From an optimization exercise on the open Yosys and OpenROAD flow, aimed at small area and a short achievable clock period; shortcuts taken in it are not production practice.
The RTL was checked by simulation tests, not by an equivalence proof against the original design.
In every run shown here, the design's own scripts or RTL, not TritonCTS, make the clock network.
The flow treats the clock pin as an ideal source. Dropping or thinning the clock tree relies on that and would not hold on a real chip.

## flow/design.v (module list and top-level ports; edited modules follow where they fit)
// module chk_unit: 3092 lines
// module chk_a21o: 3 lines
// module chk_a222oi: 3 lines
// module chk_inv: 3 lines
// module chk_nand2: 3 lines
// module chk_nand3: 3 lines
// module chk_nor2: 3 lines
// module chk_oai21: 3 lines
// module chk_oai22: 3 lines
// module chk_xnor2: 3 lines
// module chk_xor2: 3 lines
module chk_unit (
    input  wire        clk,
    input  wire        rst,
    input  wire        in_valid,
    input  wire        in_first,
    input  wire        in_last,
    input  wire [2:0]  in_code,
    input  wire [63:0] in_data,
    input  wire [3:0]  in_nbytes,
    input  wire [2:0]  in_tail,
    output wire        out_valid,
    output wire [31:0] out_value
);
  // ...
==> flow/flow/run.sh <==
#!/bin/bash
# Standard synthesis and placement (port buffers of buf_1 cells), then
# flow/cts.tcl: a two-level clock tree, buf_2 output port buffers and
# dfxtp_2 for the flip-flops behind them; then the standard routing and finish.
set -euo pipefail
export BUFFER_PORTS_ARGS="-buffer_cell sky130_fd_sc_hd__buf_1"
bash standard.sh synth > synth.log 2>&1
bash standard.sh place > place.log 2>&1
RES=$PWD/orfs/results/sky130hd/chk_unit/base
RES=$RES CTS_CELL=sky130_fd_sc_hd__clkbuf_8 CTS_NBUF=4 CTS_SUB=2 CTS_SUB_CELL=sky130_fd_sc_hd__clkbuf_16 OUT_BUF_CELL=sky130_fd_sc_hd__buf_2 OUT_FF_CELL=sky130_fd_sc_hd__dfxtp_2 FANOUT_FF_CELL=sky130_fd_sc_hd__dfxtp_4 FANOUT_FF_MIN=12 IN_BUF_CELL=sky130_fd_sc_hd__buf_2 IN_BUF_MIN=3 openroad -no_init -exit flow/cts.tcl > cts.log 2>&1
cp $RES/4_1_cts.odb $RES/4_cts.odb
bash standard.sh > layout.log 2>&1
==> flow/flow/cts.tcl <==
# Clock tree: the clock port drives a few clkbuf_16, each driving one cluster
# of flip-flops (k-means on their placed positions); then legalize.
set res $::env(RES)
set plat $::env(FLOW_HOME)/platforms/sky130hd
read_lef $plat/lef/sky130_fd_sc_hd.tlef
read_lef $plat/lef/sky130_fd_sc_hd_merged.lef
read_liberty $plat/lib/sky130_fd_sc_hd__tt_025C_1v80.lib
read_db $res/3_place.odb
read_sdc $res/3_place.sdc
source $plat/setRC.tcl
set nclu $::env(CTS_NBUF)
set block [ord::get_db_block]
set db [ord::get_db]
set clk [$block findNet clk]
set sinks {}
foreach it [$clk getITerms] { lappend sinks $it }
set n [llength $sinks]
puts "clock sinks: $n, clusters: $nclu"
# balanced k-means on points (xs, ys): returns list of cluster ids
proc kmeans {xs ys nclu} {
  set n [llength $xs]
  set order [lsort -real -indices $xs]
  set cx {}; set cy {}
  for {set k 0} {$k < $nclu} {incr k} {
    set i [lindex $order [expr {int(($k+0.5)*$n/$nclu)}]]
    lappend cx [lindex $xs $i]; lappend cy [lindex $ys $i]
  }
  set cap [expr {int(ceil(double($n)/$nclu))+2}]
  set asg [lrepeat $n 0]
  for {set iter 0} {$iter < 50} {incr iter} {
    set pairs {}
    for {set i 0} {$i < $n} {incr i} {
      for {set k 0} {$k < $nclu} {incr k} {
        set d [expr {abs([lindex $xs $i]-[lindex $cx $k]) + abs([lindex $ys $i]-[lindex $cy $k])}]
        lappend pairs [list $d $i $k]
      }
    }
    set pairs [lsort -real -index 0 $pairs]
    set asg [lrepeat $n -1]; set cnt [lrepeat $nclu 0]
    foreach p $pairs {
      lassign $p d i k
      if {[lindex $asg $i] >= 0} continue
      if {[lindex $cnt $k] >= $cap} continue
      lset asg $i $k; lset cnt $k [expr {[lindex $cnt $k]+1}]
    }
    set sx [lrepeat $nclu 0.0]; set sy [lrepeat $nclu 0.0]
    for {set i 0} {$i < $n} {incr i} {
      set k [lindex $asg $i]
      lset sx $k [expr {[lindex $sx $k]+[lindex $xs $i]}]
      lset sy $k [expr {[lindex $sy $k]+[lindex $ys $i]}]
    }
    for {set k 0} {$k < $nclu} {incr k} {
      if {[lindex $cnt $k] > 0} {
        lset cx $k [expr {[lindex $sx $k]/[lindex $cnt $k]}]
        lset cy $k [expr {[lindex $sy $k]/[lindex $cnt $k]}]
      }
    }
  }
  return [list $asg $cx $cy]
}
set xs {}; set ys {}
foreach it $sinks {
  set b [[$it getInst] getBBox]
  lappend xs [expr {([$b xMin]+[$b xMax])/2.0}]
  lappend ys [expr {([$b yMin]+[$b yMax])/2.0}]
}
lassign [kmeans $xs $ys $nclu] asg cx cy
set master [$db findMaster $::env(CTS_CELL)]
set w [$master getWidth]; set h [$master getHeight]
set nsub [expr {[info exists ::env(CTS_SUB)] ? $::env(CTS_SUB) : 1}]
proc mkbuf {name x y in {mname ""}} {
  global block master w h db
  set m $master
  if {$mname ne ""} { set m [$db findMaster $mname] }
  set w [$m getWidth]; set h [$m getHeight]
  set inst [odb::dbInst_create $block $m $name]
  $inst setLocation [expr {int($x - $w/2)}] [expr {int($y - $h/2)}]
  $inst setPlacementStatus PLACED
  set net [odb::dbNet_create $block "${name}_net"]
  $net setSigType CLOCK
  [$inst findITerm A] connect $in
  [$inst findITerm X] connect $net
  return $net
}
for {set k 0} {$k < $nclu} {incr k} {
  set idx {}
  for {set i 0} {$i < $n} {incr i} { if {[lindex $asg $i] == $k} { lappend idx $i } }
  if {$nsub <= 1} {
    set net [mkbuf "cts_buf_$k" [lindex $cx $k] [lindex $cy $k] $clk]
    foreach i $idx { set it [lindex $sinks $i]; $it disconnect; $it connect $net }
  } else {
    set sx {}; set sy {}
    foreach i $idx { lappend sx [lindex $xs $i]; lappend sy [lindex $ys $i] }
    lassign [kmeans $sx $sy $nsub] sasg scx scy
    # first-level buffer at the middle of its sub-cluster buffers
    set mx 0.0; set my 0.0
    for {set m 0} {$m < $nsub} {incr m} { set mx [expr {$mx+[lindex $scx $m]/$nsub}]; set my [expr {$my+[lindex $scy $m]/$nsub}] }
    set top [mkbuf "cts_buf_$k" $mx $my $clk]
    for {set m 0} {$m < $nsub} {incr m} {
      set net [mkbuf "cts_buf_${k}_$m" [lindex $scx $m] [lindex $scy $m] $top $::env(CTS_SUB_CELL)]
      for {set j 0} {$j < [llength $idx]} {incr j} {
        if {[lindex $sasg $j] == $m} { set it [lindex $sinks [lindex $idx $j]]; $it disconnect; $it connect $net }
      }
    }
  }
}
# optional: other cells for the output port buffers and for the flip-flops
# that drive them
foreach port [get_ports out_*] {
  set net [$block findNet [get_full_name $port]]
  foreach it [$net getITerms] {
    if {![$it isOutputSignal]} continue
    set buf [$it getInst]
    if {[info exists ::env(OUT_BUF_CELL)] && $::env(OUT_BUF_CELL) ne ""} {
      replace_cell [$buf getName] $::env(OUT_BUF_CELL)
    }
    set in [[$buf findITerm A] getNet]
    foreach it2 [$in getITerms] {
      if {![$it2 isOutputSignal]} continue
      set drv [$it2 getInst]
      if {[info exists ::env(OUT_FF_CELL)] && $::env(OUT_FF_CELL) ne ""
          && [string match "sky130_fd_sc_hd__dfxtp_*" [[$drv getMaster] getName]]} {
        replace_cell [$drv getName] $::env(OUT_FF_CELL)
      }
    }
  }
}
# optional: stronger flip-flops where one drives many loads, and stronger
# input port buffers where one drives several loads
if {[info exists ::env(FANOUT_FF_CELL)] && $::env(FANOUT_FF_CELL) ne ""} {
  foreach inst [$block getInsts] {
    if {![string match "sky130_fd_sc_hd__dfxtp_*" [[$inst getMaster] getName]]} continue
    set q [$inst findITerm Q]
    set net [$q getNet]
    if {$net eq "NULL"} continue
    if {[llength [$net getITerms]] - 1 >= $::env(FANOUT_FF_MIN)} { replace_cell [$inst getName] $::env(FANOUT_FF_CELL) }
  }
}
if {[info exists ::env(IN_BUF_CELL)] && $::env(IN_BUF_CELL) ne ""} {
  foreach port [get_ports in_*] {
    set net [$block findNet [get_full_name $port]]
    foreach it [$net getITerms] {
      set buf [$it getInst]
      set out [[$buf findITerm X] getNet]
      if {[llength [$out getITerms]] - 1 >= $::env(IN_BUF_MIN)} { replace_cell [$buf getName] $::env(IN_BUF_CELL) }
    }
  }
}
detailed_placement
check_placement -verbose
set_propagated_clock [all_clocks]
estimate_parasitics -placement
report_clock_skew
set mx 0
foreach p [all_registers -clock_pins] { set v [get_property $p slew_max]; if {$v > $mx} { set mx $v } }
puts "max clock pin slew (placement estimate): $mx"
report_check_types -max_slew -violators
report_checks -path_delay max -digits 3
write_db $res/4_1_cts.odb
write_sdc $res/4_cts.sdc
==> flow/standard.sh <==
#!/bin/bash
# synth_recipe.tcl (not shown) runs the flow's synth.tcl, then flattens the netlist and writes it again
# the make line also repeats each setting of config.mk as NAME=value (left out here)
make -C /OpenROAD-flow-scripts/flow DESIGN_CONFIG=/design/flow/config.mk WORK_HOME=/design/flow/orfs CLKGATE_MAP_FILE= SYNTH_SCRIPT=/design/flow/synth_recipe.tcl "${@:-finish}"
==> flow/config.mk <==
export PLATFORM = sky130hd
export DESIGN_NAME = chk_unit
export DESIGN_NICKNAME = chk_unit
export VERILOG_FILES = /design/flow/design.v
export SDC_FILE = /design/flow/constraint.sdc
export NUM_CORES = 8
export LEC_CHECK = 0
export CAP_MARGIN = 20
export CORE_MARGIN = 4
export CORE_UTILIZATION = 60
export GPL_TIMING_DRIVEN = 0
export SLEW_MARGIN = 20
export SYNTH_HIERARCHICAL = 1
==> flow/constraint.sdc <==
create_clock -name core_clock -period 40.0 [get_ports {clk}]
set_input_delay 8.0000 -clock core_clock [delete_from_list [all_inputs] [get_ports {clk}]]
set_output_delay 8.0000 -clock core_clock [all_outputs]
set_load 0.01 [all_outputs]
==> metrics.sh, run 1 <==
STATUS='timing/DRC/antenna clean'
DR_TOTAL_VIAS=15200
GRT_ANTENNA_BEFORE_REPAIR=2
MULTI_INPUT_COMB_AREA_UM2=11300
FMAX_MHz=113
MIN_FROM='last_r'
PERIOD_SHARE_PCT=22.2
WORSTMARGINPINSLEW_NS=1.23
MOST-COMMON-LAYOUT-CELLS='675 x sky130_fd_sc_hd__xor2_1, 383 x sky130_fd_sc_hd__o22ai_1, 92 x sky130_fd_sc_hd__nand2_1'
PIN_COUNT=112
GLOBAL_ROUTE.USAGE.TOTAL_PCT=45.2
FIN_WS_NS=31.11
MIN_PATH_TYPE='reg2reg'
GLOBALROUTE.BUSIESTLAYER='met2'
MOSTFREQUENTLAYOUTCELL='sky130_fd_sc_hd__xor2_1'
WORSTSETUPPATHTYPE='in2reg'
DP_HPWL_UM=49000
POST_PLACE_CELL_AREA_UM2=15400
CRIT_PATH_START_KIND='primary input'
SYNTH-COMPOUND-AREA-SHARE_PCT=25.2
MET3_LENGTH_UM=9530
ANTENNA-DIODE-COUNT=2
SEQ-CELL-SHARE_PCT=17.7
NFLOPSANDLATCHES=133
GR-USAGE-MET3_PCT=18.0
MOST_FREQUENTLY_USED_CELL_TYPE_IN_THE_POST_SYNTHESIS_NETLIST='sky130_fd_sc_hd__xor2_1'
REMAINING_ROUTING_DRC_VIOLATIONS=0
FINAL_CELL_COUNT_NO_FILL=2170
==> run 2: changes to the inputs <==
--- a/flow/design.v
+++ b/flow/design.v
@@ -27,3 +27,6 @@
     wire       refl_in = (in_code == 3'd2) | (in_code == 3'd3) | (in_code == 3'd5);
-    wire [5:0] p_in = in_last ? {3'd0 - in_nbytes[2:0], 3'd0 - in_tail} : 6'd0;
+    wire [2:0] nb3 = in_nbytes[2:0];
+    wire [2:0] negb = {nb3[2] ^ (nb3[1] | nb3[0]), nb3[1] ^ nb3[0], nb3[0]};
+    wire [2:0] negt = {in_tail[2] ^ (in_tail[1] | in_tail[0]), in_tail[1] ^ in_tail[0], in_tail[0]};
+    wire [5:0] p_in = {6{in_last}} & {negb, negt};
     wire       lastv_in = in_valid & in_last & ~rst;
@@ -1776,5 +1779,5 @@
     wire n840;
-    chk_xor2 u_n840 (.a(n695), .b(n649), .y(n840));
+    chk_xor2 u_n840 (.a(n649), .b(n643), .y(n840));
     wire n841;
-    chk_xor2 u_n841 (.a(n704), .b(n643), .y(n841));
+    chk_xor2 u_n841 (.a(n704), .b(n695), .y(n841));
     wire n842;
@@ -1792,3 +1795,3 @@
     wire n848;
-    chk_xor2 u_n848 (.a(n676), .b(n671), .y(n848));
+    chk_xor2 u_n848 (.a(n671), .b(n676), .y(n848));
     wire n849;
@@ -1800,5 +1803,5 @@
     wire n852;
-    chk_xor2 u_n852 (.a(n192), .b(n627), .y(n852));
+    chk_xor2 u_n852 (.a(n192), .b(n620), .y(n852));
     wire n853;
-    chk_xor2 u_n853 (.a(n620), .b(n679), .y(n853));
+    chk_xor2 u_n853 (.a(n627), .b(n679), .y(n853));
     wire n854;
@@ -1808,3 +1811,3 @@
     wire n856;
-    chk_xor2 u_n856 (.a(n734), .b(n741), .y(n856));
+    chk_xor2 u_n856 (.a(n741), .b(n734), .y(n856));
     wire n857;
@@ -1814,5 +1817,5 @@
     wire n859;
-    chk_xor2 u_n859 (.a(n612), .b(n712), .y(n859));
+    chk_xor2 u_n859 (.a(n722), .b(n712), .y(n859));
     wire n860;
-    chk_xor2 u_n860 (.a(n722), .b(n658), .y(n860));
+    chk_xor2 u_n860 (.a(n612), .b(n658), .y(n860));
     wire n861;
@@ -1832,3 +1835,3 @@
     wire n868;
-    chk_xor2 u_n868 (.a(n654), .b(n682), .y(n868));
+    chk_xor2 u_n868 (.a(n682), .b(n654), .y(n868));
     wire n869;
@@ -1846,7 +1849,7 @@
     wire n875;
-    chk_xor2 u_n875 (.a(n667), .b(n718), .y(n875));
+    chk_xor2 u_n875 (.a(n709), .b(n675), .y(n875));
     wire n876;
-    chk_xor2 u_n876 (.a(n811), .b(n675), .y(n876));
+    chk_xor2 u_n876 (.a(n811), .b(n667), .y(n876));
     wire n877;
-    chk_xor2 u_n877 (.a(n709), .b(n874), .y(n877));
+    chk_xor2 u_n877 (.a(n718), .b(n874), .y(n877));
     wire n878;
@@ -1860,9 +1863,9 @@
     wire n882;
-    chk_xor2 u_n882 (.a(n701), .b(n837), .y(n882));
+    chk_xor2 u_n882 (.a(n701), .b(n823), .y(n882));
     wire n883;
-    chk_xor2 u_n883 (.a(n650), .b(n823), .y(n883));
+    chk_xor2 u_n883 (.a(n781), .b(n650), .y(n883));
     wire n884;
-    chk_xor2 u_n884 (.a(n781), .b(n700), .y(n884));
+    chk_xor2 u_n884 (.a(n837), .b(n800), .y(n884));
     wire n885;
-    chk_xor2 u_n885 (.a(n800), .b(n882), .y(n885));
+    chk_xor2 u_n885 (.a(n700), .b(n882), .y(n885));
     wire n886;
@@ -1880,5 +1883,5 @@
     wire n892;
-    chk_xor2 u_n892 (.a(n889), .b(n638), .y(n892));
+    chk_xor2 u_n892 (.a(n889), .b(n705), .y(n892));
     wire n893;
-    chk_xor2 u_n893 (.a(n705), .b(n890), .y(n893));
+    chk_xor2 u_n893 (.a(n638), .b(n890), .y(n893));
     wire n894;
@@ -1892,11 +1895,11 @@
     wire n898;
-    chk_xor2 u_n898 (.a(n627), .b(n721), .y(n898));
+    chk_xor2 u_n898 (.a(n666), .b(n627), .y(n898));
     wire n899;
-    chk_xor2 u_n899 (.a(n617), .b(n666), .y(n899));
+    chk_xor2 u_n899 (.a(n617), .b(n721), .y(n899));
     wire n900;
-    chk_xor2 u_n900 (.a(n832), .b(n659), .y(n900));
+    chk_xor2 u_n900 (.a(n633), .b(n832), .y(n900));
     wire n901;
-    chk_xor2 u_n901 (.a(n772), .b(n698), .y(n901));
+    chk_xor2 u_n901 (.a(n698), .b(n772), .y(n901));
     wire n902;
-    chk_xor2 u_n902 (.a(n727), .b(n633), .y(n902));
+    chk_xor2 u_n902 (.a(n727), .b(n659), .y(n902));
     wire n903;
@@ -1914,11 +1917,11 @@
     wire n909;
-    chk_xor2 u_n909 (.a(n720), .b(n631), .y(n909));
+    chk_xor2 u_n909 (.a(n631), .b(n720), .y(n909));
     wire n910;
-    chk_xor2 u_n910 (.a(n687), .b(n659), .y(n910));
+    chk_xor2 u_n910 (.a(n789), .b(n687), .y(n910));
     wire n911;
-    chk_xor2 u_n911 (.a(n789), .b(n908), .y(n911));
+    chk_xor2 u_n911 (.a(n659), .b(n908), .y(n911));
     wire n912;
-    chk_xor2 u_n912 (.a(n909), .b(n726), .y(n912));
+    chk_xor2 u_n912 (.a(n909), .b(n708), .y(n912));
     wire n913;
-    chk_xor2 u_n913 (.a(n708), .b(n910), .y(n913));
+    chk_xor2 u_n913 (.a(n726), .b(n910), .y(n913));
     wire n914;
@@ -1932,7 +1935,7 @@
     wire n918;
-    chk_xor2 u_n918 (.a(n917), .b(n777), .y(n918));
+    chk_xor2 u_n918 (.a(n917), .b(n698), .y(n918));
     wire n919;
-    chk_xor2 u_n919 (.a(n698), .b(n780), .y(n919));
+    chk_xor2 u_n919 (.a(n777), .b(n780), .y(n919));
     wire n920;
-    chk_xor2 u_n920 (.a(n804), .b(n794), .y(n920));
+    chk_xor2 u_n920 (.a(n794), .b(n804), .y(n920));
     wire n921;
@@ -1946,7 +1949,7 @@
     wire n925;
-    chk_xor2 u_n925 (.a(n796), .b(n649), .y(n925));
+    chk_xor2 u_n925 (.a(n636), .b(n647), .y(n925));
     wire n926;
-    chk_xor2 u_n926 (.a(n636), .b(n679), .y(n926));
+    chk_xor2 u_n926 (.a(n796), .b(n649), .y(n926));
     wire n927;
-    chk_xor2 u_n927 (.a(n647), .b(n924), .y(n927));
+    chk_xor2 u_n927 (.a(n679), .b(n924), .y(n927));
     wire n928;
@@ -1970,3 +1973,3 @@
     wire n937;
-    chk_xor2 u_n937 (.a(n743), .b(n769), .y(n937));
+    chk_xor2 u_n937 (.a(n769), .b(n743), .y(n937));
     wire n938;
@@ -1976,7 +1979,7 @@
     wire n940;
-    chk_xor2 u_n940 (.a(n807), .b(n821), .y(n940));
+    chk_xor2 u_n940 (.a(n747), .b(n807), .y(n940));
     wire n941;
-    chk_xor2 u_n941 (.a(n747), .b(n800), .y(n941));
+    chk_xor2 u_n941 (.a(n795), .b(n800), .y(n941));
     wire n942;
-    chk_xor2 u_n942 (.a(n795), .b(n696), .y(n942));
+    chk_xor2 u_n942 (.a(n821), .b(n696), .y(n942));
     wire n943;
@@ -1992,5 +1995,5 @@
     wire n948;
-    chk_xor2 u_n948 (.a(n558), .b(n603), .y(n948));
+    chk_xor2 u_n948 (.a(n558), .b(n628), .y(n948));
     wire n949;
-    chk_xor2 u_n949 (.a(n628), .b(n946), .y(n949));
+    chk_xor2 u_n949 (.a(n603), .b(n946), .y(n949));
     wire n950;
@@ -2006,5 +2009,5 @@
     wire n955;
-    chk_xor2 u_n955 (.a(n657), .b(n672), .y(n955));
+    chk_xor2 u_n955 (.a(n657), .b(n709), .y(n955));
     wire n956;
-    chk_xor2 u_n956 (.a(n709), .b(n795), .y(n956));
+    chk_xor2 u_n956 (.a(n672), .b(n795), .y(n956));
     wire n957;
@@ -2018,7 +2021,7 @@
     wire n961;
-    chk_xor2 u_n961 (.a(n613), .b(n833), .y(n961));
+    chk_xor2 u_n961 (.a(n613), .b(n748), .y(n961));
     wire n962;
-    chk_xor2 u_n962 (.a(n748), .b(n960), .y(n962));
+    chk_xor2 u_n962 (.a(n833), .b(n960), .y(n962));
     wire n963;
-    chk_xor2 u_n963 (.a(n739), .b(n779), .y(n963));
+    chk_xor2 u_n963 (.a(n779), .b(n739), .y(n963));
     wire n964;
@@ -2030,3 +2033,3 @@
     wire n967;
-    chk_xor2 u_n967 (.a(n608), .b(n646), .y(n967));
+    chk_xor2 u_n967 (.a(n646), .b(n608), .y(n967));
     wire n968;
@@ -2036,5 +2039,5 @@
     wire n970;
-    chk_xor2 u_n970 (.a(n968), .b(n703), .y(n970));
+    chk_xor2 u_n970 (.a(n968), .b(n809), .y(n970));
     wire n971;
-    chk_xor2 u_n971 (.a(n809), .b(n969), .y(n971));
+    chk_xor2 u_n971 (.a(n703), .b(n969), .y(n971));
     wire n972;
@@ -2058,3 +2061,3 @@
     wire n981;
-    chk_xor2 u_n981 (.a(n642), .b(n788), .y(n981));
+    chk_xor2 u_n981 (.a(n788), .b(n642), .y(n981));
     wire n982;
@@ -2072,5 +2075,5 @@
     wire n988;
-    chk_xor2 u_n988 (.a(n270), .b(n835), .y(n988));
+    chk_xor2 u_n988 (.a(n270), .b(n789), .y(n988));
     wire n989;
-    chk_xor2 u_n989 (.a(n789), .b(n653), .y(n989));
+    chk_xor2 u_n989 (.a(n835), .b(n653), .y(n989));
     wire n990;
@@ -2078,5 +2081,5 @@
     wire n991;
-    chk_xor2 u_n991 (.a(n989), .b(n734), .y(n991));
+    chk_xor2 u_n991 (.a(n989), .b(n755), .y(n991));
     wire n992;
-    chk_xor2 u_n992 (.a(n755), .b(n990), .y(n992));
+    chk_xor2 u_n992 (.a(n734), .b(n990), .y(n992));
     wire n993;
@@ -2086,7 +2089,7 @@
     wire n995;
-    chk_xor2 u_n995 (.a(n667), .b(n648), .y(n995));
+    chk_xor2 u_n995 (.a(n659), .b(n667), .y(n995));
     wire n996;
-    chk_xor2 u_n996 (.a(n659), .b(n994), .y(n996));
+    chk_xor2 u_n996 (.a(n648), .b(n994), .y(n996));
     wire n997;
-    chk_xor2 u_n997 (.a(n732), .b(n763), .y(n997));
+    chk_xor2 u_n997 (.a(n763), .b(n732), .y(n997));
     wire n998;
@@ -2096,5 +2099,5 @@
     wire n1000;
-    chk_xor2 u_n1000 (.a(n432), .b(n713), .y(n1000));
+    chk_xor2 u_n1000 (.a(n432), .b(n728), .y(n1000));
     wire n1001;
-    chk_xor2 u_n1001 (.a(n728), .b(n1000), .y(n1001));
+    chk_xor2 u_n1001 (.a(n713), .b(n1000), .y(n1001));
     wire n1002;
@@ -2110,9 +2113,9 @@
     wire n1007;
-    chk_xor2 u_n1007 (.a(n510), .b(n612), .y(n1007));
+    chk_xor2 u_n1007 (.a(n510), .b(n619), .y(n1007));
     wire n1008;
-    chk_xor2 u_n1008 (.a(n619), .b(n1005), .y(n1008));
+    chk_xor2 u_n1008 (.a(n612), .b(n1005), .y(n1008));
     wire n1009;
-    chk_xor2 u_n1009 (.a(n1006), .b(n652), .y(n1009));
+    chk_xor2 u_n1009 (.a(n1006), .b(n687), .y(n1009));
     wire n1010;
-    chk_xor2 u_n1010 (.a(n687), .b(n1007), .y(n1010));
+    chk_xor2 u_n1010 (.a(n652), .b(n1007), .y(n1010));
     wire n1011;
@@ -2130,3 +2133,3 @@
     wire n1017;
-    chk_xor2 u_n1017 (.a(n605), .b(n754), .y(n1017));
+    chk_xor2 u_n1017 (.a(n754), .b(n605), .y(n1017));
     wire n1018;
@@ -2136,5 +2139,5 @@
     wire n1020;
-    chk_xor2 u_n1020 (.a(n1017), .b(n822), .y(n1020));
+    chk_xor2 u_n1020 (.a(n1017), .b(n779), .y(n1020));
     wire n1021;
-    chk_xor2 u_n1021 (.a(n779), .b(n1018), .y(n1021));
+    chk_xor2 u_n1021 (.a(n822), .b(n1018), .y(n1021));
     wire n1022;
@@ -2146,7 +2149,7 @@
     wire n1025;
-    chk_xor2 u_n1025 (.a(n516), .b(n619), .y(n1025));
+    chk_xor2 u_n1025 (.a(n516), .b(n782), .y(n1025));
     wire n1026;
-    chk_xor2 u_n1026 (.a(n673), .b(n715), .y(n1026));
+    chk_xor2 u_n1026 (.a(n605), .b(n715), .y(n1026));
     wire n1027;
-    chk_xor2 u_n1027 (.a(n782), .b(n605), .y(n1027));
+    chk_xor2 u_n1027 (.a(n619), .b(n673), .y(n1027));
     wire n1028;
@@ -2166,5 +2169,5 @@
     wire n1035;
-    chk_xor2 u_n1035 (.a(n649), .b(n668), .y(n1035));
+    chk_xor2 u_n1035 (.a(n675), .b(n649), .y(n1035));
     wire n1036;
-    chk_xor2 u_n1036 (.a(n790), .b(n675), .y(n1036));
+    chk_xor2 u_n1036 (.a(n668), .b(n790), .y(n1036));
     wire n1037;
@@ -2178,5 +2181,5 @@
     wire n1041;
-    chk_xor2 u_n1041 (.a(n632), .b(n664), .y(n1041));
+    chk_xor2 u_n1041 (.a(n713), .b(n664), .y(n1041));
     wire n1042;
-    chk_xor2 u_n1042 (.a(n713), .b(n1040), .y(n1042));
+    chk_xor2 u_n1042 (.a(n632), .b(n1040), .y(n1042));
     wire n1043;
@@ -2186,5 +2189,5 @@
     wire n1045;
-    chk_xor2 u_n1045 (.a(n763), .b(n689), .y(n1045));
+    chk_xor2 u_n1045 (.a(n763), .b(n708), .y(n1045));
     wire n1046;
-    chk_xor2 u_n1046 (.a(n708), .b(n1043), .y(n1046));
+    chk_xor2 u_n1046 (.a(n689), .b(n1043), .y(n1046));
     wire n1047;
@@ -2198,3 +2201,3 @@
     wire n1051;
-    chk_xor2 u_n1051 (.a(n641), .b(n682), .y(n1051));
+    chk_xor2 u_n1051 (.a(n682), .b(n641), .y(n1051));
     wire n1052;
@@ -2202,5 +2205,5 @@
     wire n1053;
-    chk_xor2 u_n1053 (.a(n1051), .b(n743), .y(n1053));
+    chk_xor2 u_n1053 (.a(n1051), .b(n741), .y(n1053));
     wire n1054;
-    chk_xor2 u_n1054 (.a(n741), .b(n1052), .y(n1054));
+    chk_xor2 u_n1054 (.a(n743), .b(n1052), .y(n1054));
     wire n1055;
@@ -2214,5 +2217,5 @@
     wire n1059;
-    chk_xor2 u_n1059 (.a(n811), .b(n819), .y(n1059));
+    chk_xor2 u_n1059 (.a(n668), .b(n811), .y(n1059));
     wire n1060;
-    chk_xor2 u_n1060 (.a(n668), .b(n1057), .y(n1060));
+    chk_xor2 u_n1060 (.a(n819), .b(n1057), .y(n1060));
     wire n1061;
@@ -2228,5 +2231,5 @@
     wire n1066;
-    chk_xor2 u_n1066 (.a(n834), .b(n603), .y(n1066));
+    chk_xor2 u_n1066 (.a(n661), .b(n754), .y(n1066));
     wire n1067;
-    chk_xor2 u_n1067 (.a(n661), .b(n754), .y(n1067));
+    chk_xor2 u_n1067 (.a(n834), .b(n603), .y(n1067));
     wire n1068;
@@ -2252,5 +2255,5 @@
     wire n1078;
-    chk_xor2 u_n1078 (.a(n1076), .b(n742), .y(n1078));
+    chk_xor2 u_n1078 (.a(n1076), .b(n757), .y(n1078));
     wire n1079;
-    chk_xor2 u_n1079 (.a(n757), .b(n1077), .y(n1079));
+    chk_xor2 u_n1079 (.a(n742), .b(n1077), .y(n1079));
     wire n1080;
@@ -2258,9 +2261,9 @@
     wire n1081;
-    chk_xor2 u_n1081 (.a(n619), .b(n793), .y(n1081));
+    chk_xor2 u_n1081 (.a(n630), .b(n831), .y(n1081));
     wire n1082;
-    chk_xor2 u_n1082 (.a(n630), .b(n693), .y(n1082));
+    chk_xor2 u_n1082 (.a(n619), .b(n693), .y(n1082));
     wire n1083;
-    chk_xor2 u_n1083 (.a(n831), .b(n668), .y(n1083));
+    chk_xor2 u_n1083 (.a(n793), .b(n709), .y(n1083));
     wire n1084;
-    chk_xor2 u_n1084 (.a(n709), .b(n1081), .y(n1084));
+    chk_xor2 u_n1084 (.a(n668), .b(n1081), .y(n1084));
     wire n1085;
@@ -2274,9 +2277,9 @@
     wire n1089;
-    chk_xor2 u_n1089 (.a(n516), .b(n681), .y(n1089));
+    chk_xor2 u_n1089 (.a(n516), .b(n628), .y(n1089));
     wire n1090;
-    chk_xor2 u_n1090 (.a(n657), .b(n611), .y(n1090));
+    chk_xor2 u_n1090 (.a(n611), .b(n681), .y(n1090));
     wire n1091;
-    chk_xor2 u_n1091 (.a(n628), .b(n678), .y(n1091));
+    chk_xor2 u_n1091 (.a(n657), .b(n815), .y(n1091));
     wire n1092;
-    chk_xor2 u_n1092 (.a(n815), .b(n1089), .y(n1092));
+    chk_xor2 u_n1092 (.a(n678), .b(n1089), .y(n1092));
     wire n1093;
@@ -2294,5 +2297,5 @@
     wire n1099;
-    chk_xor2 u_n1099 (.a(n540), .b(n604), .y(n1099));
+    chk_xor2 u_n1099 (.a(n540), .b(n731), .y(n1099));
     wire n1100;
-    chk_xor2 u_n1100 (.a(n645), .b(n731), .y(n1100));
+    chk_xor2 u_n1100 (.a(n604), .b(n645), .y(n1100));
     wire n1101;
@@ -2300,5 +2303,5 @@
     wire n1102;
-    chk_xor2 u_n1102 (.a(n672), .b(n648), .y(n1102));
+    chk_xor2 u_n1102 (.a(n648), .b(n797), .y(n1102));
     wire n1103;
-    chk_xor2 u_n1103 (.a(n797), .b(n1099), .y(n1103));
+    chk_xor2 u_n1103 (.a(n672), .b(n1099), .y(n1103));
     wire n1104;
@@ -2314,5 +2317,5 @@
     wire n1109;
-    chk_xor2 u_n1109 (.a(n812), .b(n802), .y(n1109));
+    chk_xor2 u_n1109 (.a(n812), .b(n781), .y(n1109));
     wire n1110;
-    chk_xor2 u_n1110 (.a(n781), .b(n1108), .y(n1110));
+    chk_xor2 u_n1110 (.a(n802), .b(n1108), .y(n1110));
     wire n1111;
@@ -2330,3 +2333,3 @@
     wire n1117;
-    chk_xor2 u_n1117 (.a(n776), .b(n825), .y(n1117));
+    chk_xor2 u_n1117 (.a(n825), .b(n776), .y(n1117));
     wire n1118;
@@ -2340,3 +2343,3 @@
     wire n1122;
-    chk_xor2 u_n1122 (.a(n777), .b(n808), .y(n1122));
+    chk_xor2 u_n1122 (.a(n808), .b(n777), .y(n1122));
     wire n1123;
@@ -2350,7 +2353,7 @@
     wire n1127;
-    chk_xor2 u_n1127 (.a(n722), .b(n782), .y(n1127));
+    chk_xor2 u_n1127 (.a(n782), .b(n722), .y(n1127));
     wire n1128;
-    chk_xor2 u_n1128 (.a(n1126), .b(n837), .y(n1128));
+    chk_xor2 u_n1128 (.a(n1126), .b(n637), .y(n1128));
     wire n1129;
-    chk_xor2 u_n1129 (.a(n637), .b(n1127), .y(n1129));
+    chk_xor2 u_n1129 (.a(n837), .b(n1127), .y(n1129));
     wire n1130;
@@ -2366,5 +2369,5 @@
     wire n1135;
-    chk_xor2 u_n1135 (.a(n649), .b(n633), .y(n1135));
+    chk_xor2 u_n1135 (.a(n815), .b(n633), .y(n1135));
     wire n1136;
-    chk_xor2 u_n1136 (.a(n815), .b(n1134), .y(n1136));
+    chk_xor2 u_n1136 (.a(n649), .b(n1134), .y(n1136));
     wire n1137;
@@ -2378,5 +2381,5 @@
     wire n1141;
-    chk_xor2 u_n1141 (.a(n1140), .b(n827), .y(n1141));
+    chk_xor2 u_n1141 (.a(n1140), .b(n791), .y(n1141));
     wire n1142;
-    chk_xor2 u_n1142 (.a(n791), .b(n801), .y(n1142));
+    chk_xor2 u_n1142 (.a(n827), .b(n801), .y(n1142));
     wire n1143;
@@ -2390,5 +2393,5 @@
     wire n1147;
-    chk_xor2 u_n1147 (.a(n813), .b(n739), .y(n1147));
+    chk_xor2 u_n1147 (.a(n739), .b(n707), .y(n1147));
     wire n1148;
-    chk_xor2 u_n1148 (.a(n707), .b(n1146), .y(n1148));
+    chk_xor2 u_n1148 (.a(n813), .b(n1146), .y(n1148));
     wire n1149;
@@ -2398,9 +2401,9 @@
     wire n1151;
-    chk_xor2 u_n1151 (.a(n360), .b(n621), .y(n1151));
+    chk_xor2 u_n1151 (.a(n360), .b(n829), .y(n1151));
     wire n1152;
-    chk_xor2 u_n1152 (.a(n634), .b(n829), .y(n1152));
+    chk_xor2 u_n1152 (.a(n634), .b(n621), .y(n1152));
     wire n1153;
-    chk_xor2 u_n1153 (.a(n654), .b(n662), .y(n1153));
+    chk_xor2 u_n1153 (.a(n823), .b(n710), .y(n1153));
     wire n1154;
-    chk_xor2 u_n1154 (.a(n710), .b(n823), .y(n1154));
+    chk_xor2 u_n1154 (.a(n654), .b(n662), .y(n1154));
     wire n1155;
@@ -2430,5 +2433,5 @@
     wire n1167;
-    chk_xor2 u_n1167 (.a(n632), .b(n613), .y(n1167));
+    chk_xor2 u_n1167 (.a(n632), .b(n609), .y(n1167));
     wire n1168;
-    chk_xor2 u_n1168 (.a(n609), .b(n1166), .y(n1168));
+    chk_xor2 u_n1168 (.a(n613), .b(n1166), .y(n1168));
     wire n1169;
@@ -2456,5 +2459,5 @@
     wire n1180;
-    chk_xor2 u_n1180 (.a(n642), .b(n610), .y(n1180));
+    chk_xor2 u_n1180 (.a(n831), .b(n642), .y(n1180));
     wire n1181;
-    chk_xor2 u_n1181 (.a(n699), .b(n831), .y(n1181));
+    chk_xor2 u_n1181 (.a(n699), .b(n610), .y(n1181));
     wire n1182;
@@ -2464,3 +2467,3 @@
     wire n1184;
-    chk_xor2 u_n1184 (.a(n810), .b(n803), .y(n1184));
+    chk_xor2 u_n1184 (.a(n803), .b(n810), .y(n1184));
     wire n1185;
@@ -2470,7 +2473,7 @@
     wire n1187;
-    chk_xor2 u_n1187 (.a(n504), .b(n615), .y(n1187));
+    chk_xor2 u_n1187 (.a(n504), .b(n684), .y(n1187));
     wire n1188;
-    chk_xor2 u_n1188 (.a(n673), .b(n602), .y(n1188));
+    chk_xor2 u_n1188 (.a(n615), .b(n673), .y(n1188));
     wire n1189;
-    chk_xor2 u_n1189 (.a(n684), .b(n1187), .y(n1189));
+    chk_xor2 u_n1189 (.a(n602), .b(n1187), .y(n1189));
     wire n1190;
@@ -2478,3 +2481,3 @@
     wire n1191;
-    chk_xor2 u_n1191 (.a(n769), .b(n755), .y(n1191));
+    chk_xor2 u_n1191 (.a(n755), .b(n769), .y(n1191));
     wire n1192;
@@ -2486,3 +2489,3 @@
     wire n1195;
-    chk_xor2 u_n1195 (.a(n834), .b(n614), .y(n1195));
+    chk_xor2 u_n1195 (.a(n614), .b(n834), .y(n1195));
     wire n1196;
@@ -2490,5 +2493,5 @@
     wire n1197;
-    chk_xor2 u_n1197 (.a(n654), .b(n778), .y(n1197));
+    chk_xor2 u_n1197 (.a(n654), .b(n705), .y(n1197));
     wire n1198;
-    chk_xor2 u_n1198 (.a(n705), .b(n1195), .y(n1198));
+    chk_xor2 u_n1198 (.a(n778), .b(n1195), .y(n1198));
     wire n1199;
@@ -2502,7 +2505,7 @@
     wire n1203;
-    chk_xor2 u_n1203 (.a(n564), .b(n655), .y(n1203));
+    chk_xor2 u_n1203 (.a(n564), .b(n698), .y(n1203));
     wire n1204;
-    chk_xor2 u_n1204 (.a(n698), .b(n830), .y(n1204));
+    chk_xor2 u_n1204 (.a(n655), .b(n830), .y(n1204));
     wire n1205;
-    chk_xor2 u_n1205 (.a(n774), .b(n809), .y(n1205));
+    chk_xor2 u_n1205 (.a(n809), .b(n774), .y(n1205));
     wire n1206;
@@ -2518,7 +2521,7 @@
     wire n1211;
-    chk_xor2 u_n1211 (.a(n1209), .b(n656), .y(n1211));
+    chk_xor2 u_n1211 (.a(n1209), .b(n801), .y(n1211));
     wire n1212;
-    chk_xor2 u_n1212 (.a(n801), .b(n1210), .y(n1212));
+    chk_xor2 u_n1212 (.a(n656), .b(n1210), .y(n1212));
     wire n1213;
-    chk_xor2 u_n1213 (.a(n766), .b(n785), .y(n1213));
+    chk_xor2 u_n1213 (.a(n785), .b(n766), .y(n1213));
     wire n1214;
@@ -2530,9 +2533,9 @@
     wire n1217;
-    chk_xor2 u_n1217 (.a(n735), .b(n618), .y(n1217));
+    chk_xor2 u_n1217 (.a(n618), .b(n728), .y(n1217));
     wire n1218;
-    chk_xor2 u_n1218 (.a(n728), .b(n1216), .y(n1218));
+    chk_xor2 u_n1218 (.a(n735), .b(n1216), .y(n1218));
     wire n1219;
-    chk_xor2 u_n1219 (.a(n787), .b(n824), .y(n1219));
+    chk_xor2 u_n1219 (.a(n824), .b(n787), .y(n1219));
     wire n1220;
-    chk_xor2 u_n1220 (.a(n626), .b(n719), .y(n1220));
+    chk_xor2 u_n1220 (.a(n719), .b(n626), .y(n1220));
     wire n1221;
@@ -2546,5 +2549,5 @@
     wire n1225;
-    chk_xor2 u_n1225 (.a(n306), .b(n723), .y(n1225));
+    chk_xor2 u_n1225 (.a(n306), .b(n684), .y(n1225));
     wire n1226;
-    chk_xor2 u_n1226 (.a(n684), .b(n631), .y(n1226));
+    chk_xor2 u_n1226 (.a(n723), .b(n631), .y(n1226));
     wire n1227;
@@ -2558,7 +2561,7 @@
     wire n1231;
-    chk_xor2 u_n1231 (.a(n462), .b(n715), .y(n1231));
+    chk_xor2 u_n1231 (.a(n462), .b(n713), .y(n1231));
     wire n1232;
-    chk_xor2 u_n1232 (.a(n608), .b(n745), .y(n1232));
+    chk_xor2 u_n1232 (.a(n715), .b(n660), .y(n1232));
     wire n1233;
-    chk_xor2 u_n1233 (.a(n713), .b(n660), .y(n1233));
+    chk_xor2 u_n1233 (.a(n745), .b(n608), .y(n1233));
     wire n1234;
@@ -2588,9 +2591,9 @@
     wire n1246;
-    chk_xor2 u_n1246 (.a(n612), .b(n625), .y(n1246));
+    chk_xor2 u_n1246 (.a(n788), .b(n684), .y(n1246));
     wire n1247;
-    chk_xor2 u_n1247 (.a(n788), .b(n684), .y(n1247));
+    chk_xor2 u_n1247 (.a(n629), .b(n625), .y(n1247));
     wire n1248;
-    chk_xor2 u_n1248 (.a(n629), .b(n819), .y(n1248));
+    chk_xor2 u_n1248 (.a(n612), .b(n682), .y(n1248));
     wire n1249;
-    chk_xor2 u_n1249 (.a(n682), .b(n1246), .y(n1249));
+    chk_xor2 u_n1249 (.a(n819), .b(n1246), .y(n1249));
     wire n1250;
@@ -2608,3 +2611,3 @@
     wire n1256;
-    chk_xor2 u_n1256 (.a(n678), .b(n824), .y(n1256));
+    chk_xor2 u_n1256 (.a(n824), .b(n678), .y(n1256));
     wire n1257;
@@ -2626,5 +2629,5 @@
     wire n1265;
-    chk_xor2 u_n1265 (.a(n1263), .b(n772), .y(n1265));
+    chk_xor2 u_n1265 (.a(n1263), .b(n691), .y(n1265));
     wire n1266;
-    chk_xor2 u_n1266 (.a(n691), .b(n1264), .y(n1266));
+    chk_xor2 u_n1266 (.a(n772), .b(n1264), .y(n1266));
     wire n1267;
@@ -2634,3 +2637,3 @@
     wire n1269;
-    chk_xor2 u_n1269 (.a(n746), .b(n773), .y(n1269));
+    chk_xor2 u_n1269 (.a(n773), .b(n746), .y(n1269));
     wire n1270;
@@ -2642,5 +2645,5 @@
     wire n1273;
-    chk_xor2 u_n1273 (.a(n640), .b(n662), .y(n1273));
+    chk_xor2 u_n1273 (.a(n683), .b(n662), .y(n1273));
     wire n1274;
-    chk_xor2 u_n1274 (.a(n683), .b(n1272), .y(n1274));
+    chk_xor2 u_n1274 (.a(n640), .b(n1272), .y(n1274));
     wire n1275;
@@ -2658,3 +2661,3 @@
     wire n1281;
-    chk_xor2 u_n1281 (.a(n745), .b(n697), .y(n1281));
+    chk_xor2 u_n1281 (.a(n697), .b(n745), .y(n1281));
     wire n1282;
@@ -2674,5 +2677,5 @@
     wire n1289;
-    chk_xor2 u_n1289 (.a(n758), .b(n827), .y(n1289));
+    chk_xor2 u_n1289 (.a(n758), .b(n835), .y(n1289));
     wire n1290;
-    chk_xor2 u_n1290 (.a(n835), .b(n1288), .y(n1290));
+    chk_xor2 u_n1290 (.a(n827), .b(n1288), .y(n1290));
     wire n1291;
==> run 2 against run 1 <==
- still clean
- setup slack improved by 0.12 ns
- clock skew down 0.011 ns
- design area increased by 0.17%
- sequential share of layout area about the same
- area after synthesis is essentially flat
- fmax grew 1.3%
- critical path type is now reg2out
- largest cell class unchanged
- highest routed layer unchanged
==> metrics.sh, run 2 <==
FIRSTDRTPASSITERS=10  # was 13
SYNTH_TOP_AREA_CELL='sky130_fd_sc_hd__xor2_1'  # unchanged
R2R-START='refl_q'  # was refln_q
AVGVIACOUNTPERCELL=6.94  # was 6.99
MAX_STAGE_DELAY_NS=0.35  # was 0.30 ns
GRT_REMAINING_OVERFLOW=0  # unchanged
DPL.CELL_COUNT=2155  # was 2156
SYNTH_AREA_UM2=14100  # about the same
MOST-COMMON-LAYOUT-CELLS='671 x sky130_fd_sc_hd__xor2_1, 382 x sky130_fd_sc_hd__o22ai_1, 93 x sky130_fd_sc_hd__nand2_1'  # was 675 x sky130_fd_sc_hd__xor2_1, 383 x sky130_fd_sc_hd__o22ai_1, 92 x sky130_fd_sc_hd__nand2_1
SYNTH.AVG_CELL_AREA_UM2=8.27  # was 8.26 um2
MAXIMUM_NET_FANOUT_ON_THE_CRITICAL_PATH=2  # was 3
POST_ROUTE_CELLS_DRIVE_ABOVE_1_SHARE_PCT=8.14  # was 7.82%
TOP_REGS='d_r: 64 flops, s_q: 32 flops, hn_r: 7 flops'  # unchanged
GRT_SETUP_UNREPAIRED='false'  # unchanged
HOLD-PATH-CELL-COUNT=1  # unchanged
PORT-BUFFER-COUNT=110  # unchanged
CELL_BREAKDOWN_OF_THE_CRITICAL_PATH='buf_2'  # was buf_2, inv_1, ha_1, inv_1, ha_1, nand2b_1, inv_1
MOST_FREQUENTLY_USED_CELL_TYPE_IN_THE_POST_SYNTHESIS_NETLIST='sky130_fd_sc_hd__xor2_1'  # unchanged
YS.FLOP_TYPE='sky130_fd_sc_hd__dfxtp_1'  # unchanged
REGISTERS.TOP_BY_FF_COUNT='d_r'  # unchanged
WL_PER_CELL_UM=28.0  # was 28.8 um
WORSTMARGINPINSLEW_NS=1.31  # was 1.23 ns
CRIT_PATH_END_KIND='output pin'  # was flop
HORIZONTAL_DIE_DIMENSION_UM=161  # about the same
COUNT_OF_FINAL_SETUP_VIOLATORS=0  # unchanged
DP_HPWL_UM=48000  # was 49000 um
WL_UM=60600  # was 62500 um
GRT_PASS1_VIAS=13800  # was 14000
FINAL_UTIL_PCT=69.1  # was 69.0%
PLACEMENT.SETUP.WORST_SLACK_NS=30.92  # was 30.84 ns
HOLD-WORST-SLACK_NS=0.549  # was 0.593 ns
PLACE_CONGESTION=1.22  # was 1.18
SYNTH_WARNINGS=7  # unchanged
FIN_WS_NS=31.23  # was 31.11 ns
SKEW_NS=0.0161  # was 0.0271 ns
DESIGN.DIE.AREA_UM2=26100  # about the same
SYNTH_SEQ_CELLS=133  # unchanged
CRITPATHARRIVALTIME_NS=0.77  # was 9.06 ns
SYNTH_TOP_AREA_SHARE_PCT=42.0  # about the same
REMAINING_ROUTING_DRC_VIOLATIONS=0  # unchanged
INITIAL_UTIL_PCT=61.6  # was 61.7%
CLK_TRANSITION_REPORTED_PATHS_NS=0.07  # was 0.08 ns
NUM_ROWS=55  # unchanged
FINALHOLDVIOLATIONS=0  # unchanged
CPLARGESTDELAYFAMILY='flip-flops'  # was adder cells
FIN_SETUP_TNS_NS=0  # unchanged
SYNTH-EDFF-COUNT=5  # unchanged
MIN_FROM='last_r'  # unchanged
ANTENNA-DIODE-COUNT=0  # was 2
WORST-PATH-STAGES=1  # was 7
MAX-CAP-VIOLATIONS=0  # unchanged
PERIOD_SHARE_PCT=21.9  # was 22.2%
SYNTH-SEQ-AREA-SHARE_PCT=19.2  # about the same
PIN_COUNT=112  # unchanged
DR_TOTAL_VIAS=15000  # was 15200
POST-ROUTE-CELL-AREA_UM2=15800  # about the same
WORSTPATHREQUIRED_NS=32.00  # was 40.18 ns
DESIGN.FINAL.NETS=1946  # was 1947
STATUS='timing/DRC/antenna clean'  # unchanged
DRT-INITIAL-DRC-COUNT=3020  # was 2940
GRT_ANTENNA_BEFORE_REPAIR=2  # unchanged
FMAX_MHz=114  # was 113 MHz
FINAL_CELL_COUNT_NO_FILL=2167  # was 2170
LARGEST_REGISTER_FF_COUNT=64  # unchanged
MIN_PATH_TYPE='reg2reg'  # unchanged
MIN_PERIOD_NS=8.77  # was 8.89 ns
MOSTFREQUENTLAYOUTCELL='sky130_fd_sc_hd__xor2_1'  # unchanged
PATH_BUF_INV=1  # was 4
RRSETUPSLACK_NS=31.47  # was 31.68 ns
GLOBAL_ROUTE.USAGE.TOTAL_PCT=43.8  # was 45.2%
WHS_ENDPOINT='ov_q'  # unchanged
SLEW_HEADROOM_PCT=12.4  # was 17.1%
DIE_Y_UM=161  # about the same
YS_ASYNC_SR_FRACTION_PCT=0  # unchanged
POST_PLACE_CELL_AREA_UM2=15400  # about the same
FLOORPLAN.CORE_AREA_UM2=22900  # unchanged
CRIT_PATH_TOP_DELAY_CELL='sky130_fd_sc_hd__dfxtp_2'  # was sky130_fd_sc_hd__ha_1
POST_SYNTH_MAIN_AREA_CONTRIBUTORS='sky130_fd_sc_hd__xor2_1 42%, sky130_fd_sc_hd__dfxtp_1 18%, sky130_fd_sc_hd__o22ai_1 17%, sky130_fd_sc_hd__xnor2_1 5.0%, sky130_fd_sc_hd__a222oi_1 3.4%'  # unchanged
SYNTHTOLAYOUTAREAGROWTH_PCT=12.1  # was 11.9%
CLKLATENCYLATEPIN_NS=0.29  # about the same
SYNTH_CELL_TYPES=29  # was 28
WORSTREGTOREGCELLS=21  # was 22
FINALMAXSLEWVIOLATIONS=0  # unchanged
SYNTH.TOP_CELLS.BY_COUNT='677 x sky130_fd_sc_hd__xor2_1, 393 x sky130_fd_sc_hd__o22ai_1, 128 x sky130_fd_sc_hd__dfxtp_1'  # unchanged
ANT_NETS=0  # unchanged
GATE_COUNT_AFTER_TECHNOLOGY_MAPPING=1708  # was 1710
WORST_R2R_ENDPOINT='s_q[6]'  # unchanged
WORSTSETUPPATHTYPE='reg2out'  # was in2reg
MAXIMUM_NUMBER_OF_PINS_ON_ONE_NET_BEFORE_GLOBAL_ROUTE_REPAIR=65  # unchanged
CRIT_PATH_START_KIND='flop'  # was primary input
GRT_FIRST_PASS_WIRELENGTH_UM=86500  # was 88600 um
run 2: worst max-delay path by stage:
stage	from	to	slack (ns)
final	s_q[26]	out_value[26]	31.23
after global routing	in_tail[1]	pn_r[2]	31.20
after detailed placement	in_tail[0]	pn_r[2]	30.92
after global placement	p_r[3]	s_q[6]	30.55
after floorplan	in_tail[1]	pn_r[2]	31.19
run 2: logic make-up after synthesis:
family	share of synthesized area (%)
simple gates	5.56
flops	19.2
fa+ha+maj	0.974
compound gates	25.4
other cells	0.0265
buf+inv	1.83
xor+xnor	47.0
run 2: layout make-up:
cell class                 instances  area [um2]
multi-input combinational       1512       11300
fill                            1979        7080
sequential                       133        2800
timing repair buffer             128         805
tap                              313         392
inverter                          69         259
buffer                            12         255
run 2: metal layers:
metal	wire [um]	share of wire (%)	track usage, %
met1	22300	37	57.4
met2	23300	39	61.7
met3	11100	18	20.6
met4	3830	6.3	18.1
met5	13	0.021	0
run 2: modules after synthesis (local to each module, per instance):
module | flip-flops and latches | cells inside | times used
chk_inv | 0 | 1 | 32
chk_unit | 133 | 230 | 1
chk_xor2 | 0 | 1 | 676
chk_xnor2 | 0 | 1 | 81
chk_nand2 | 0 | 1 | 81
chk_a222oi | 0 | 1 | 48
chk_nor2 | 0 | 1 | 52
chk_a21o | 0 | 1 | 32
chk_oai21 | 0 | 1 | 70
chk_oai22 | 0 | 1 | 393
chk_nand3 | 0 | 1 | 13
==> run 3: changes to the inputs <==
--- a/flow/config.mk
+++ b/flow/config.mk
@@ -9,3 +9,3 @@
 export CORE_MARGIN = 4
-export CORE_UTILIZATION = 60
+export CORE_UTILIZATION = 55
 export GPL_TIMING_DRIVEN = 0
==> run 3 against run 2 <==
- routed wire length grew 7.0%
- still clean
- global-route usage shrank 0.43 points
- utilization shrank 6.5 points
- via count grew 0.77%
==> metrics.sh, run 3 <==
GRT_REMAINING_OVERFLOW=0  # unchanged
SYNTH_TOP_AREA_SHARE_PCT=42.0  # unchanged
WORSTMARGINPINSLEW_NS=1.27  # was 1.31 ns
SYNTH_TOP_AREA_CELL='sky130_fd_sc_hd__xor2_1'  # unchanged
DESIGN.FINAL.NETS=1945  # was 1946
GRT.MET2_USAGE_PCT=62.9  # was 61.7%
SYNTH-EDFF-COUNT=5  # unchanged
FINALHOLDVIOLATIONS=0  # unchanged
PERIOD_SHARE_PCT=22.0  # was 21.9%
FINAL_UTIL_PCT=62.7  # was 69.1%
SYNTH-SEQ-AREA-SHARE_PCT=19.2  # unchanged
SYNTH_AREA_UM2=14100  # unchanged
ANTENNA-DIODE-COUNT=0  # unchanged
SYNTHTOLAYOUTAREAGROWTH_PCT=12.0  # was 12.1%
DPL.CELL_COUNT=2171  # was 2155
GRT_ANTENNA_BEFORE_REPAIR=1  # was 2
MIN_FROM='last_r'  # unchanged
GRT_PASS1_VIAS=14100  # was 13800
PATH_BUF_INV=1  # unchanged
PLACE_CONGESTION=1.13  # was 1.22
INITIAL_UTIL_PCT=55.9  # was 61.6%
WL_UM=64900  # was 60600 um
R2R-START='refln_q'  # was refl_q
MAX_STAGE_DELAY_NS=0.36  # was 0.35 ns
SKEW_NS=0.0159  # was 0.0161 ns
AVGVIACOUNTPERCELL=6.94  # about the same
GATE_COUNT_AFTER_TECHNOLOGY_MAPPING=1708  # unchanged
SEQ_AREA_UM2=2810  # was 2800 um2
FIN_SETUP_TNS_NS=0  # unchanged
SLEW_HEADROOM_PCT=15.3  # was 12.4%
PIN_COUNT=112  # unchanged
SYNTH.TOP_CELLS.BY_COUNT='677 x sky130_fd_sc_hd__xor2_1, 393 x sky130_fd_sc_hd__o22ai_1, 128 x sky130_fd_sc_hd__dfxtp_1'  # unchanged
CLK_TRANSITION_REPORTED_PATHS_NS=0.08  # was 0.07 ns
SYNTH_SEQ_CELLS=133  # unchanged
CRITPATHLAUNCH='s_q[18]'  # was s_q[26]
MAX-CAP-VIOLATIONS=0  # unchanged
CRIT_PATH_END_KIND='output pin'  # unchanged
SYNTH_WARNINGS=7  # unchanged
POST_SYNTH_MAIN_AREA_CONTRIBUTORS='sky130_fd_sc_hd__xor2_1 42%, sky130_fd_sc_hd__dfxtp_1 18%, sky130_fd_sc_hd__o22ai_1 17%, sky130_fd_sc_hd__xnor2_1 5.0%, sky130_fd_sc_hd__a222oi_1 3.4%'  # unchanged
MOST-COMMON-LAYOUT-CELLS='673 x sky130_fd_sc_hd__xor2_1, 380 x sky130_fd_sc_hd__o22ai_1, 93 x sky130_fd_sc_hd__nand2_1'  # was 671 x sky130_fd_sc_hd__xor2_1, 382 x sky130_fd_sc_hd__o22ai_1, 93 x sky130_fd_sc_hd__nand2_1
WORSTSETUPPATHTYPE='reg2out'  # unchanged
LARGEST_REGISTER_FF_COUNT=64  # unchanged
LAYOUT.FILLER_CELLS=2219  # was 1979
POST_PLACE_CELL_AREA_UM2=15400  # about the same
CLKLATENCYLATEPIN_NS=0.29  # about the same
YS_ASYNC_SR_FRACTION_PCT=0  # unchanged
COUNT_OF_FINAL_SETUP_VIOLATORS=0  # unchanged
DRT-INITIAL-DRC-COUNT=3415  # was 3020
MAXIMUM_NET_FANOUT_ON_THE_CRITICAL_PATH=2  # unchanged
SYNTH_CELL_TYPES=29  # unchanged
DR_TOTAL_VIAS=15200  # was 15000
DESIGN.DIE.AREA_UM2=28300  # was 26100 um2
CRITPATHARRIVALTIME_NS=0.80  # was 0.77 ns
NUM_ROWS=58  # was 55
YS.FLOP_TYPE='sky130_fd_sc_hd__dfxtp_1'  # unchanged
DP_HPWL_UM=51400  # was 48000 um
WHS_ENDPOINT='ov_q'  # unchanged
GRTUSAGEMET1_PCT=58.2  # was 57.4%
FINALMAXSLEWVIOLATIONS=0  # unchanged
HOLD-PATH-CELL-COUNT=1  # unchanged
POST_ROUTE_CELLS_DRIVE_ABOVE_1_SHARE_PCT=8.20  # was 8.14%
MULTI_INPUT_COMB_AREA_UM2=11300  # about the same
DIE_Y_UM=168  # was 161 um
HORIZONTAL_DIE_DIMENSION_UM=168  # was 161 um
STATUS='timing/DRC/antenna clean'  # unchanged
ANT_NETS=0  # unchanged
WORSTREGTOREGCELLS=22  # was 21
REMAINING_ROUTING_DRC_VIOLATIONS=0  # unchanged
GRT_FIRST_PASS_WIRELENGTH_UM=92200  # was 86500 um
GLOBALROUTE.BUSIESTLAYER='met2'  # unchanged
WL_PER_CELL_UM=29.7  # was 28.0 um
MOST_FREQUENTLY_USED_CELL_TYPE_IN_THE_POST_SYNTHESIS_NETLIST='sky130_fd_sc_hd__xor2_1'  # unchanged
MIN_PATH_TYPE='reg2reg'  # unchanged
PORT-BUFFER-COUNT=110  # unchanged
FINAL_CELL_COUNT_NO_FILL=2183  # was 2167
RRSETUPSLACK_NS=31.58  # was 31.47 ns
CRIT_PATH_START_KIND='flop'  # unchanged
CELL_BREAKDOWN_OF_THE_CRITICAL_PATH='buf_2'  # unchanged
TOP_REGS='d_r: 64 flops, s_q: 32 flops, hn_r: 7 flops'  # unchanged
MOSTFREQUENTLAYOUTCELL='sky130_fd_sc_hd__xor2_1'  # unchanged
POST-ROUTE-CELL-AREA_UM2=15800  # about the same
FLOORPLAN.CORE_AREA_UM2=25300  # was 22900 um2
MIN_PERIOD_NS=8.80  # was 8.77 ns
FMAX_MHz=114  # about the same
MAXIMUM_NUMBER_OF_PINS_ON_ONE_NET_BEFORE_GLOBAL_ROUTE_REPAIR=65  # unchanged
GR-USAGE-MET3_PCT=17.1  # was 20.6%
CRIT_PATH_TOP_DELAY_CELL='sky130_fd_sc_hd__dfxtp_2'  # unchanged
GLOBAL_ROUTE.USAGE.TOTAL_PCT=43.3  # was 43.8%
CPLARGESTDELAYFAMILY='flip-flops'  # unchanged
SYNTH.AVG_CELL_AREA_UM2=8.27  # unchanged
FIRSTDRTPASSITERS=15  # was 10
REGISTERS.TOP_BY_FF_COUNT='d_r'  # unchanged
WORST_R2R_ENDPOINT='s_q[7]'  # was s_q[6]
WORSTPATHREQUIRED_NS=32.00  # about the same
GRT_SETUP_UNREPAIRED='false'  # unchanged
run 3: cell counts after synthesis:
Identical to the previous run, type by type.
run 3: per-module statistics from Yosys, one instance, submodules excluded:
module | copies in the design | area, um2 | cells inside | flops+latches
chk_nand2 | 81 | 3.75 | 1 | 0
chk_unit | 1 | 3280 | 230 | 133
chk_inv | 32 | 3.75 | 1 | 0
chk_oai22 | 393 | 6.26 | 1 | 0
chk_oai21 | 70 | 5.00 | 1 | 0
chk_xnor2 | 81 | 8.76 | 1 | 0
chk_a222oi | 48 | 10.0 | 1 | 0
chk_a21o | 32 | 7.51 | 1 | 0
chk_nor2 | 52 | 3.75 | 1 | 0
chk_xor2 | 676 | 8.76 | 1 | 0
chk_nand3 | 13 | 5.00 | 1 | 0
run 3: through the flow:
| step | setup slack (ns) | hold slack [ns] |
|---|---|---|
| 2_1_floorplan | 31.19 | 0.470 |
| 6_report | 31.20 | 0.558 |
| 5_1_grt | 31.14 | 0.573 |
| 3_5_place_dp | 30.90 | 0.536 |
| 3_3_place_gp | 30.14 | 0.532 |
run 3: layout make-up:
type                    count  share of cell area (%)
well taps                 330                    2.61
inverters                  69                    1.64
plain buffers              12                    1.61
flip-flops and latches    133                    17.7
repair buffers            127                    4.81
multi-input cells        1512                    71.6
run 3: worst max-delay path by stage:
| stage | endpoint | slack, ns | cells past startpoint |
|---|---|---|---|
| final | out_value[18] | 31.20 | 1 |
| after global routing | pn_r[2] | 31.14 | 6 |
| after detailed placement | pn_r[2] | 30.90 | 6 |
| after global placement | s_q[4] | 30.14 | 17 |
| after floorplan | pn_r[2] | 31.19 | 5 |
run 3: cell families (layout without fill, tap and decap cells):
logic type | count (synthesis) | in the layout | synth area share (%)
and+or+nand+nor | 184 | 184 | 5.56
xor gates and xnor gates | 758 | 758 | 47.0
other | 1 | 7 | 0.0265
adders and majority gates | 11 | 11 | 0.974
AOI/OAI and AO/OA | 552 | 552 | 25.4
buffers and inverters | 69 | 208 | 1.83
DFF | 133 | 133 | 19.2
run 3: layer usage:
| metal | routed length [um] | up-vias |
|---|---|---|
| met4 | 3460 | 2 |
| li1 | - | 6541 |
| met1 | 24800 | 7069 |
| met3 | 10500 | 259 |
| met2 | 26100 | 1289 |
| met5 | 13 | - |

## afterwards: timing with drivers on the ports
In the flow no input, the clock included, has a driving cell. The finished layouts below were timed again as built, in two steps.
Step 1 sets driving cells, clkbuf_16 on the clock port and buf_2 on the other inputs (assumed; they add their load-dependent delay and slew).
Step 2 moves the port delays by t, midway between the first and last clock arrival at a register: inputs arrive t later, outputs are due t later. That takes back most of the time a late clock gives input paths.
a / b / c = ideal ports / drivers / drivers and shift; a / b = the first two.
run	t, ns	setup WS [ns]	pins driven straight from the clock port
run 1	0.376	31.113 / 31.140 / 30.808	4
run 2	0.367	31.229 / 31.145 / 30.963	4
run 3	0.364	31.205 / 31.126 / 30.922	4
After both steps every run listed still meets setup and hold. The setup slack of run 1, which loses most, moves by +0.027 ns with the drivers and by -0.305 ns with both steps.
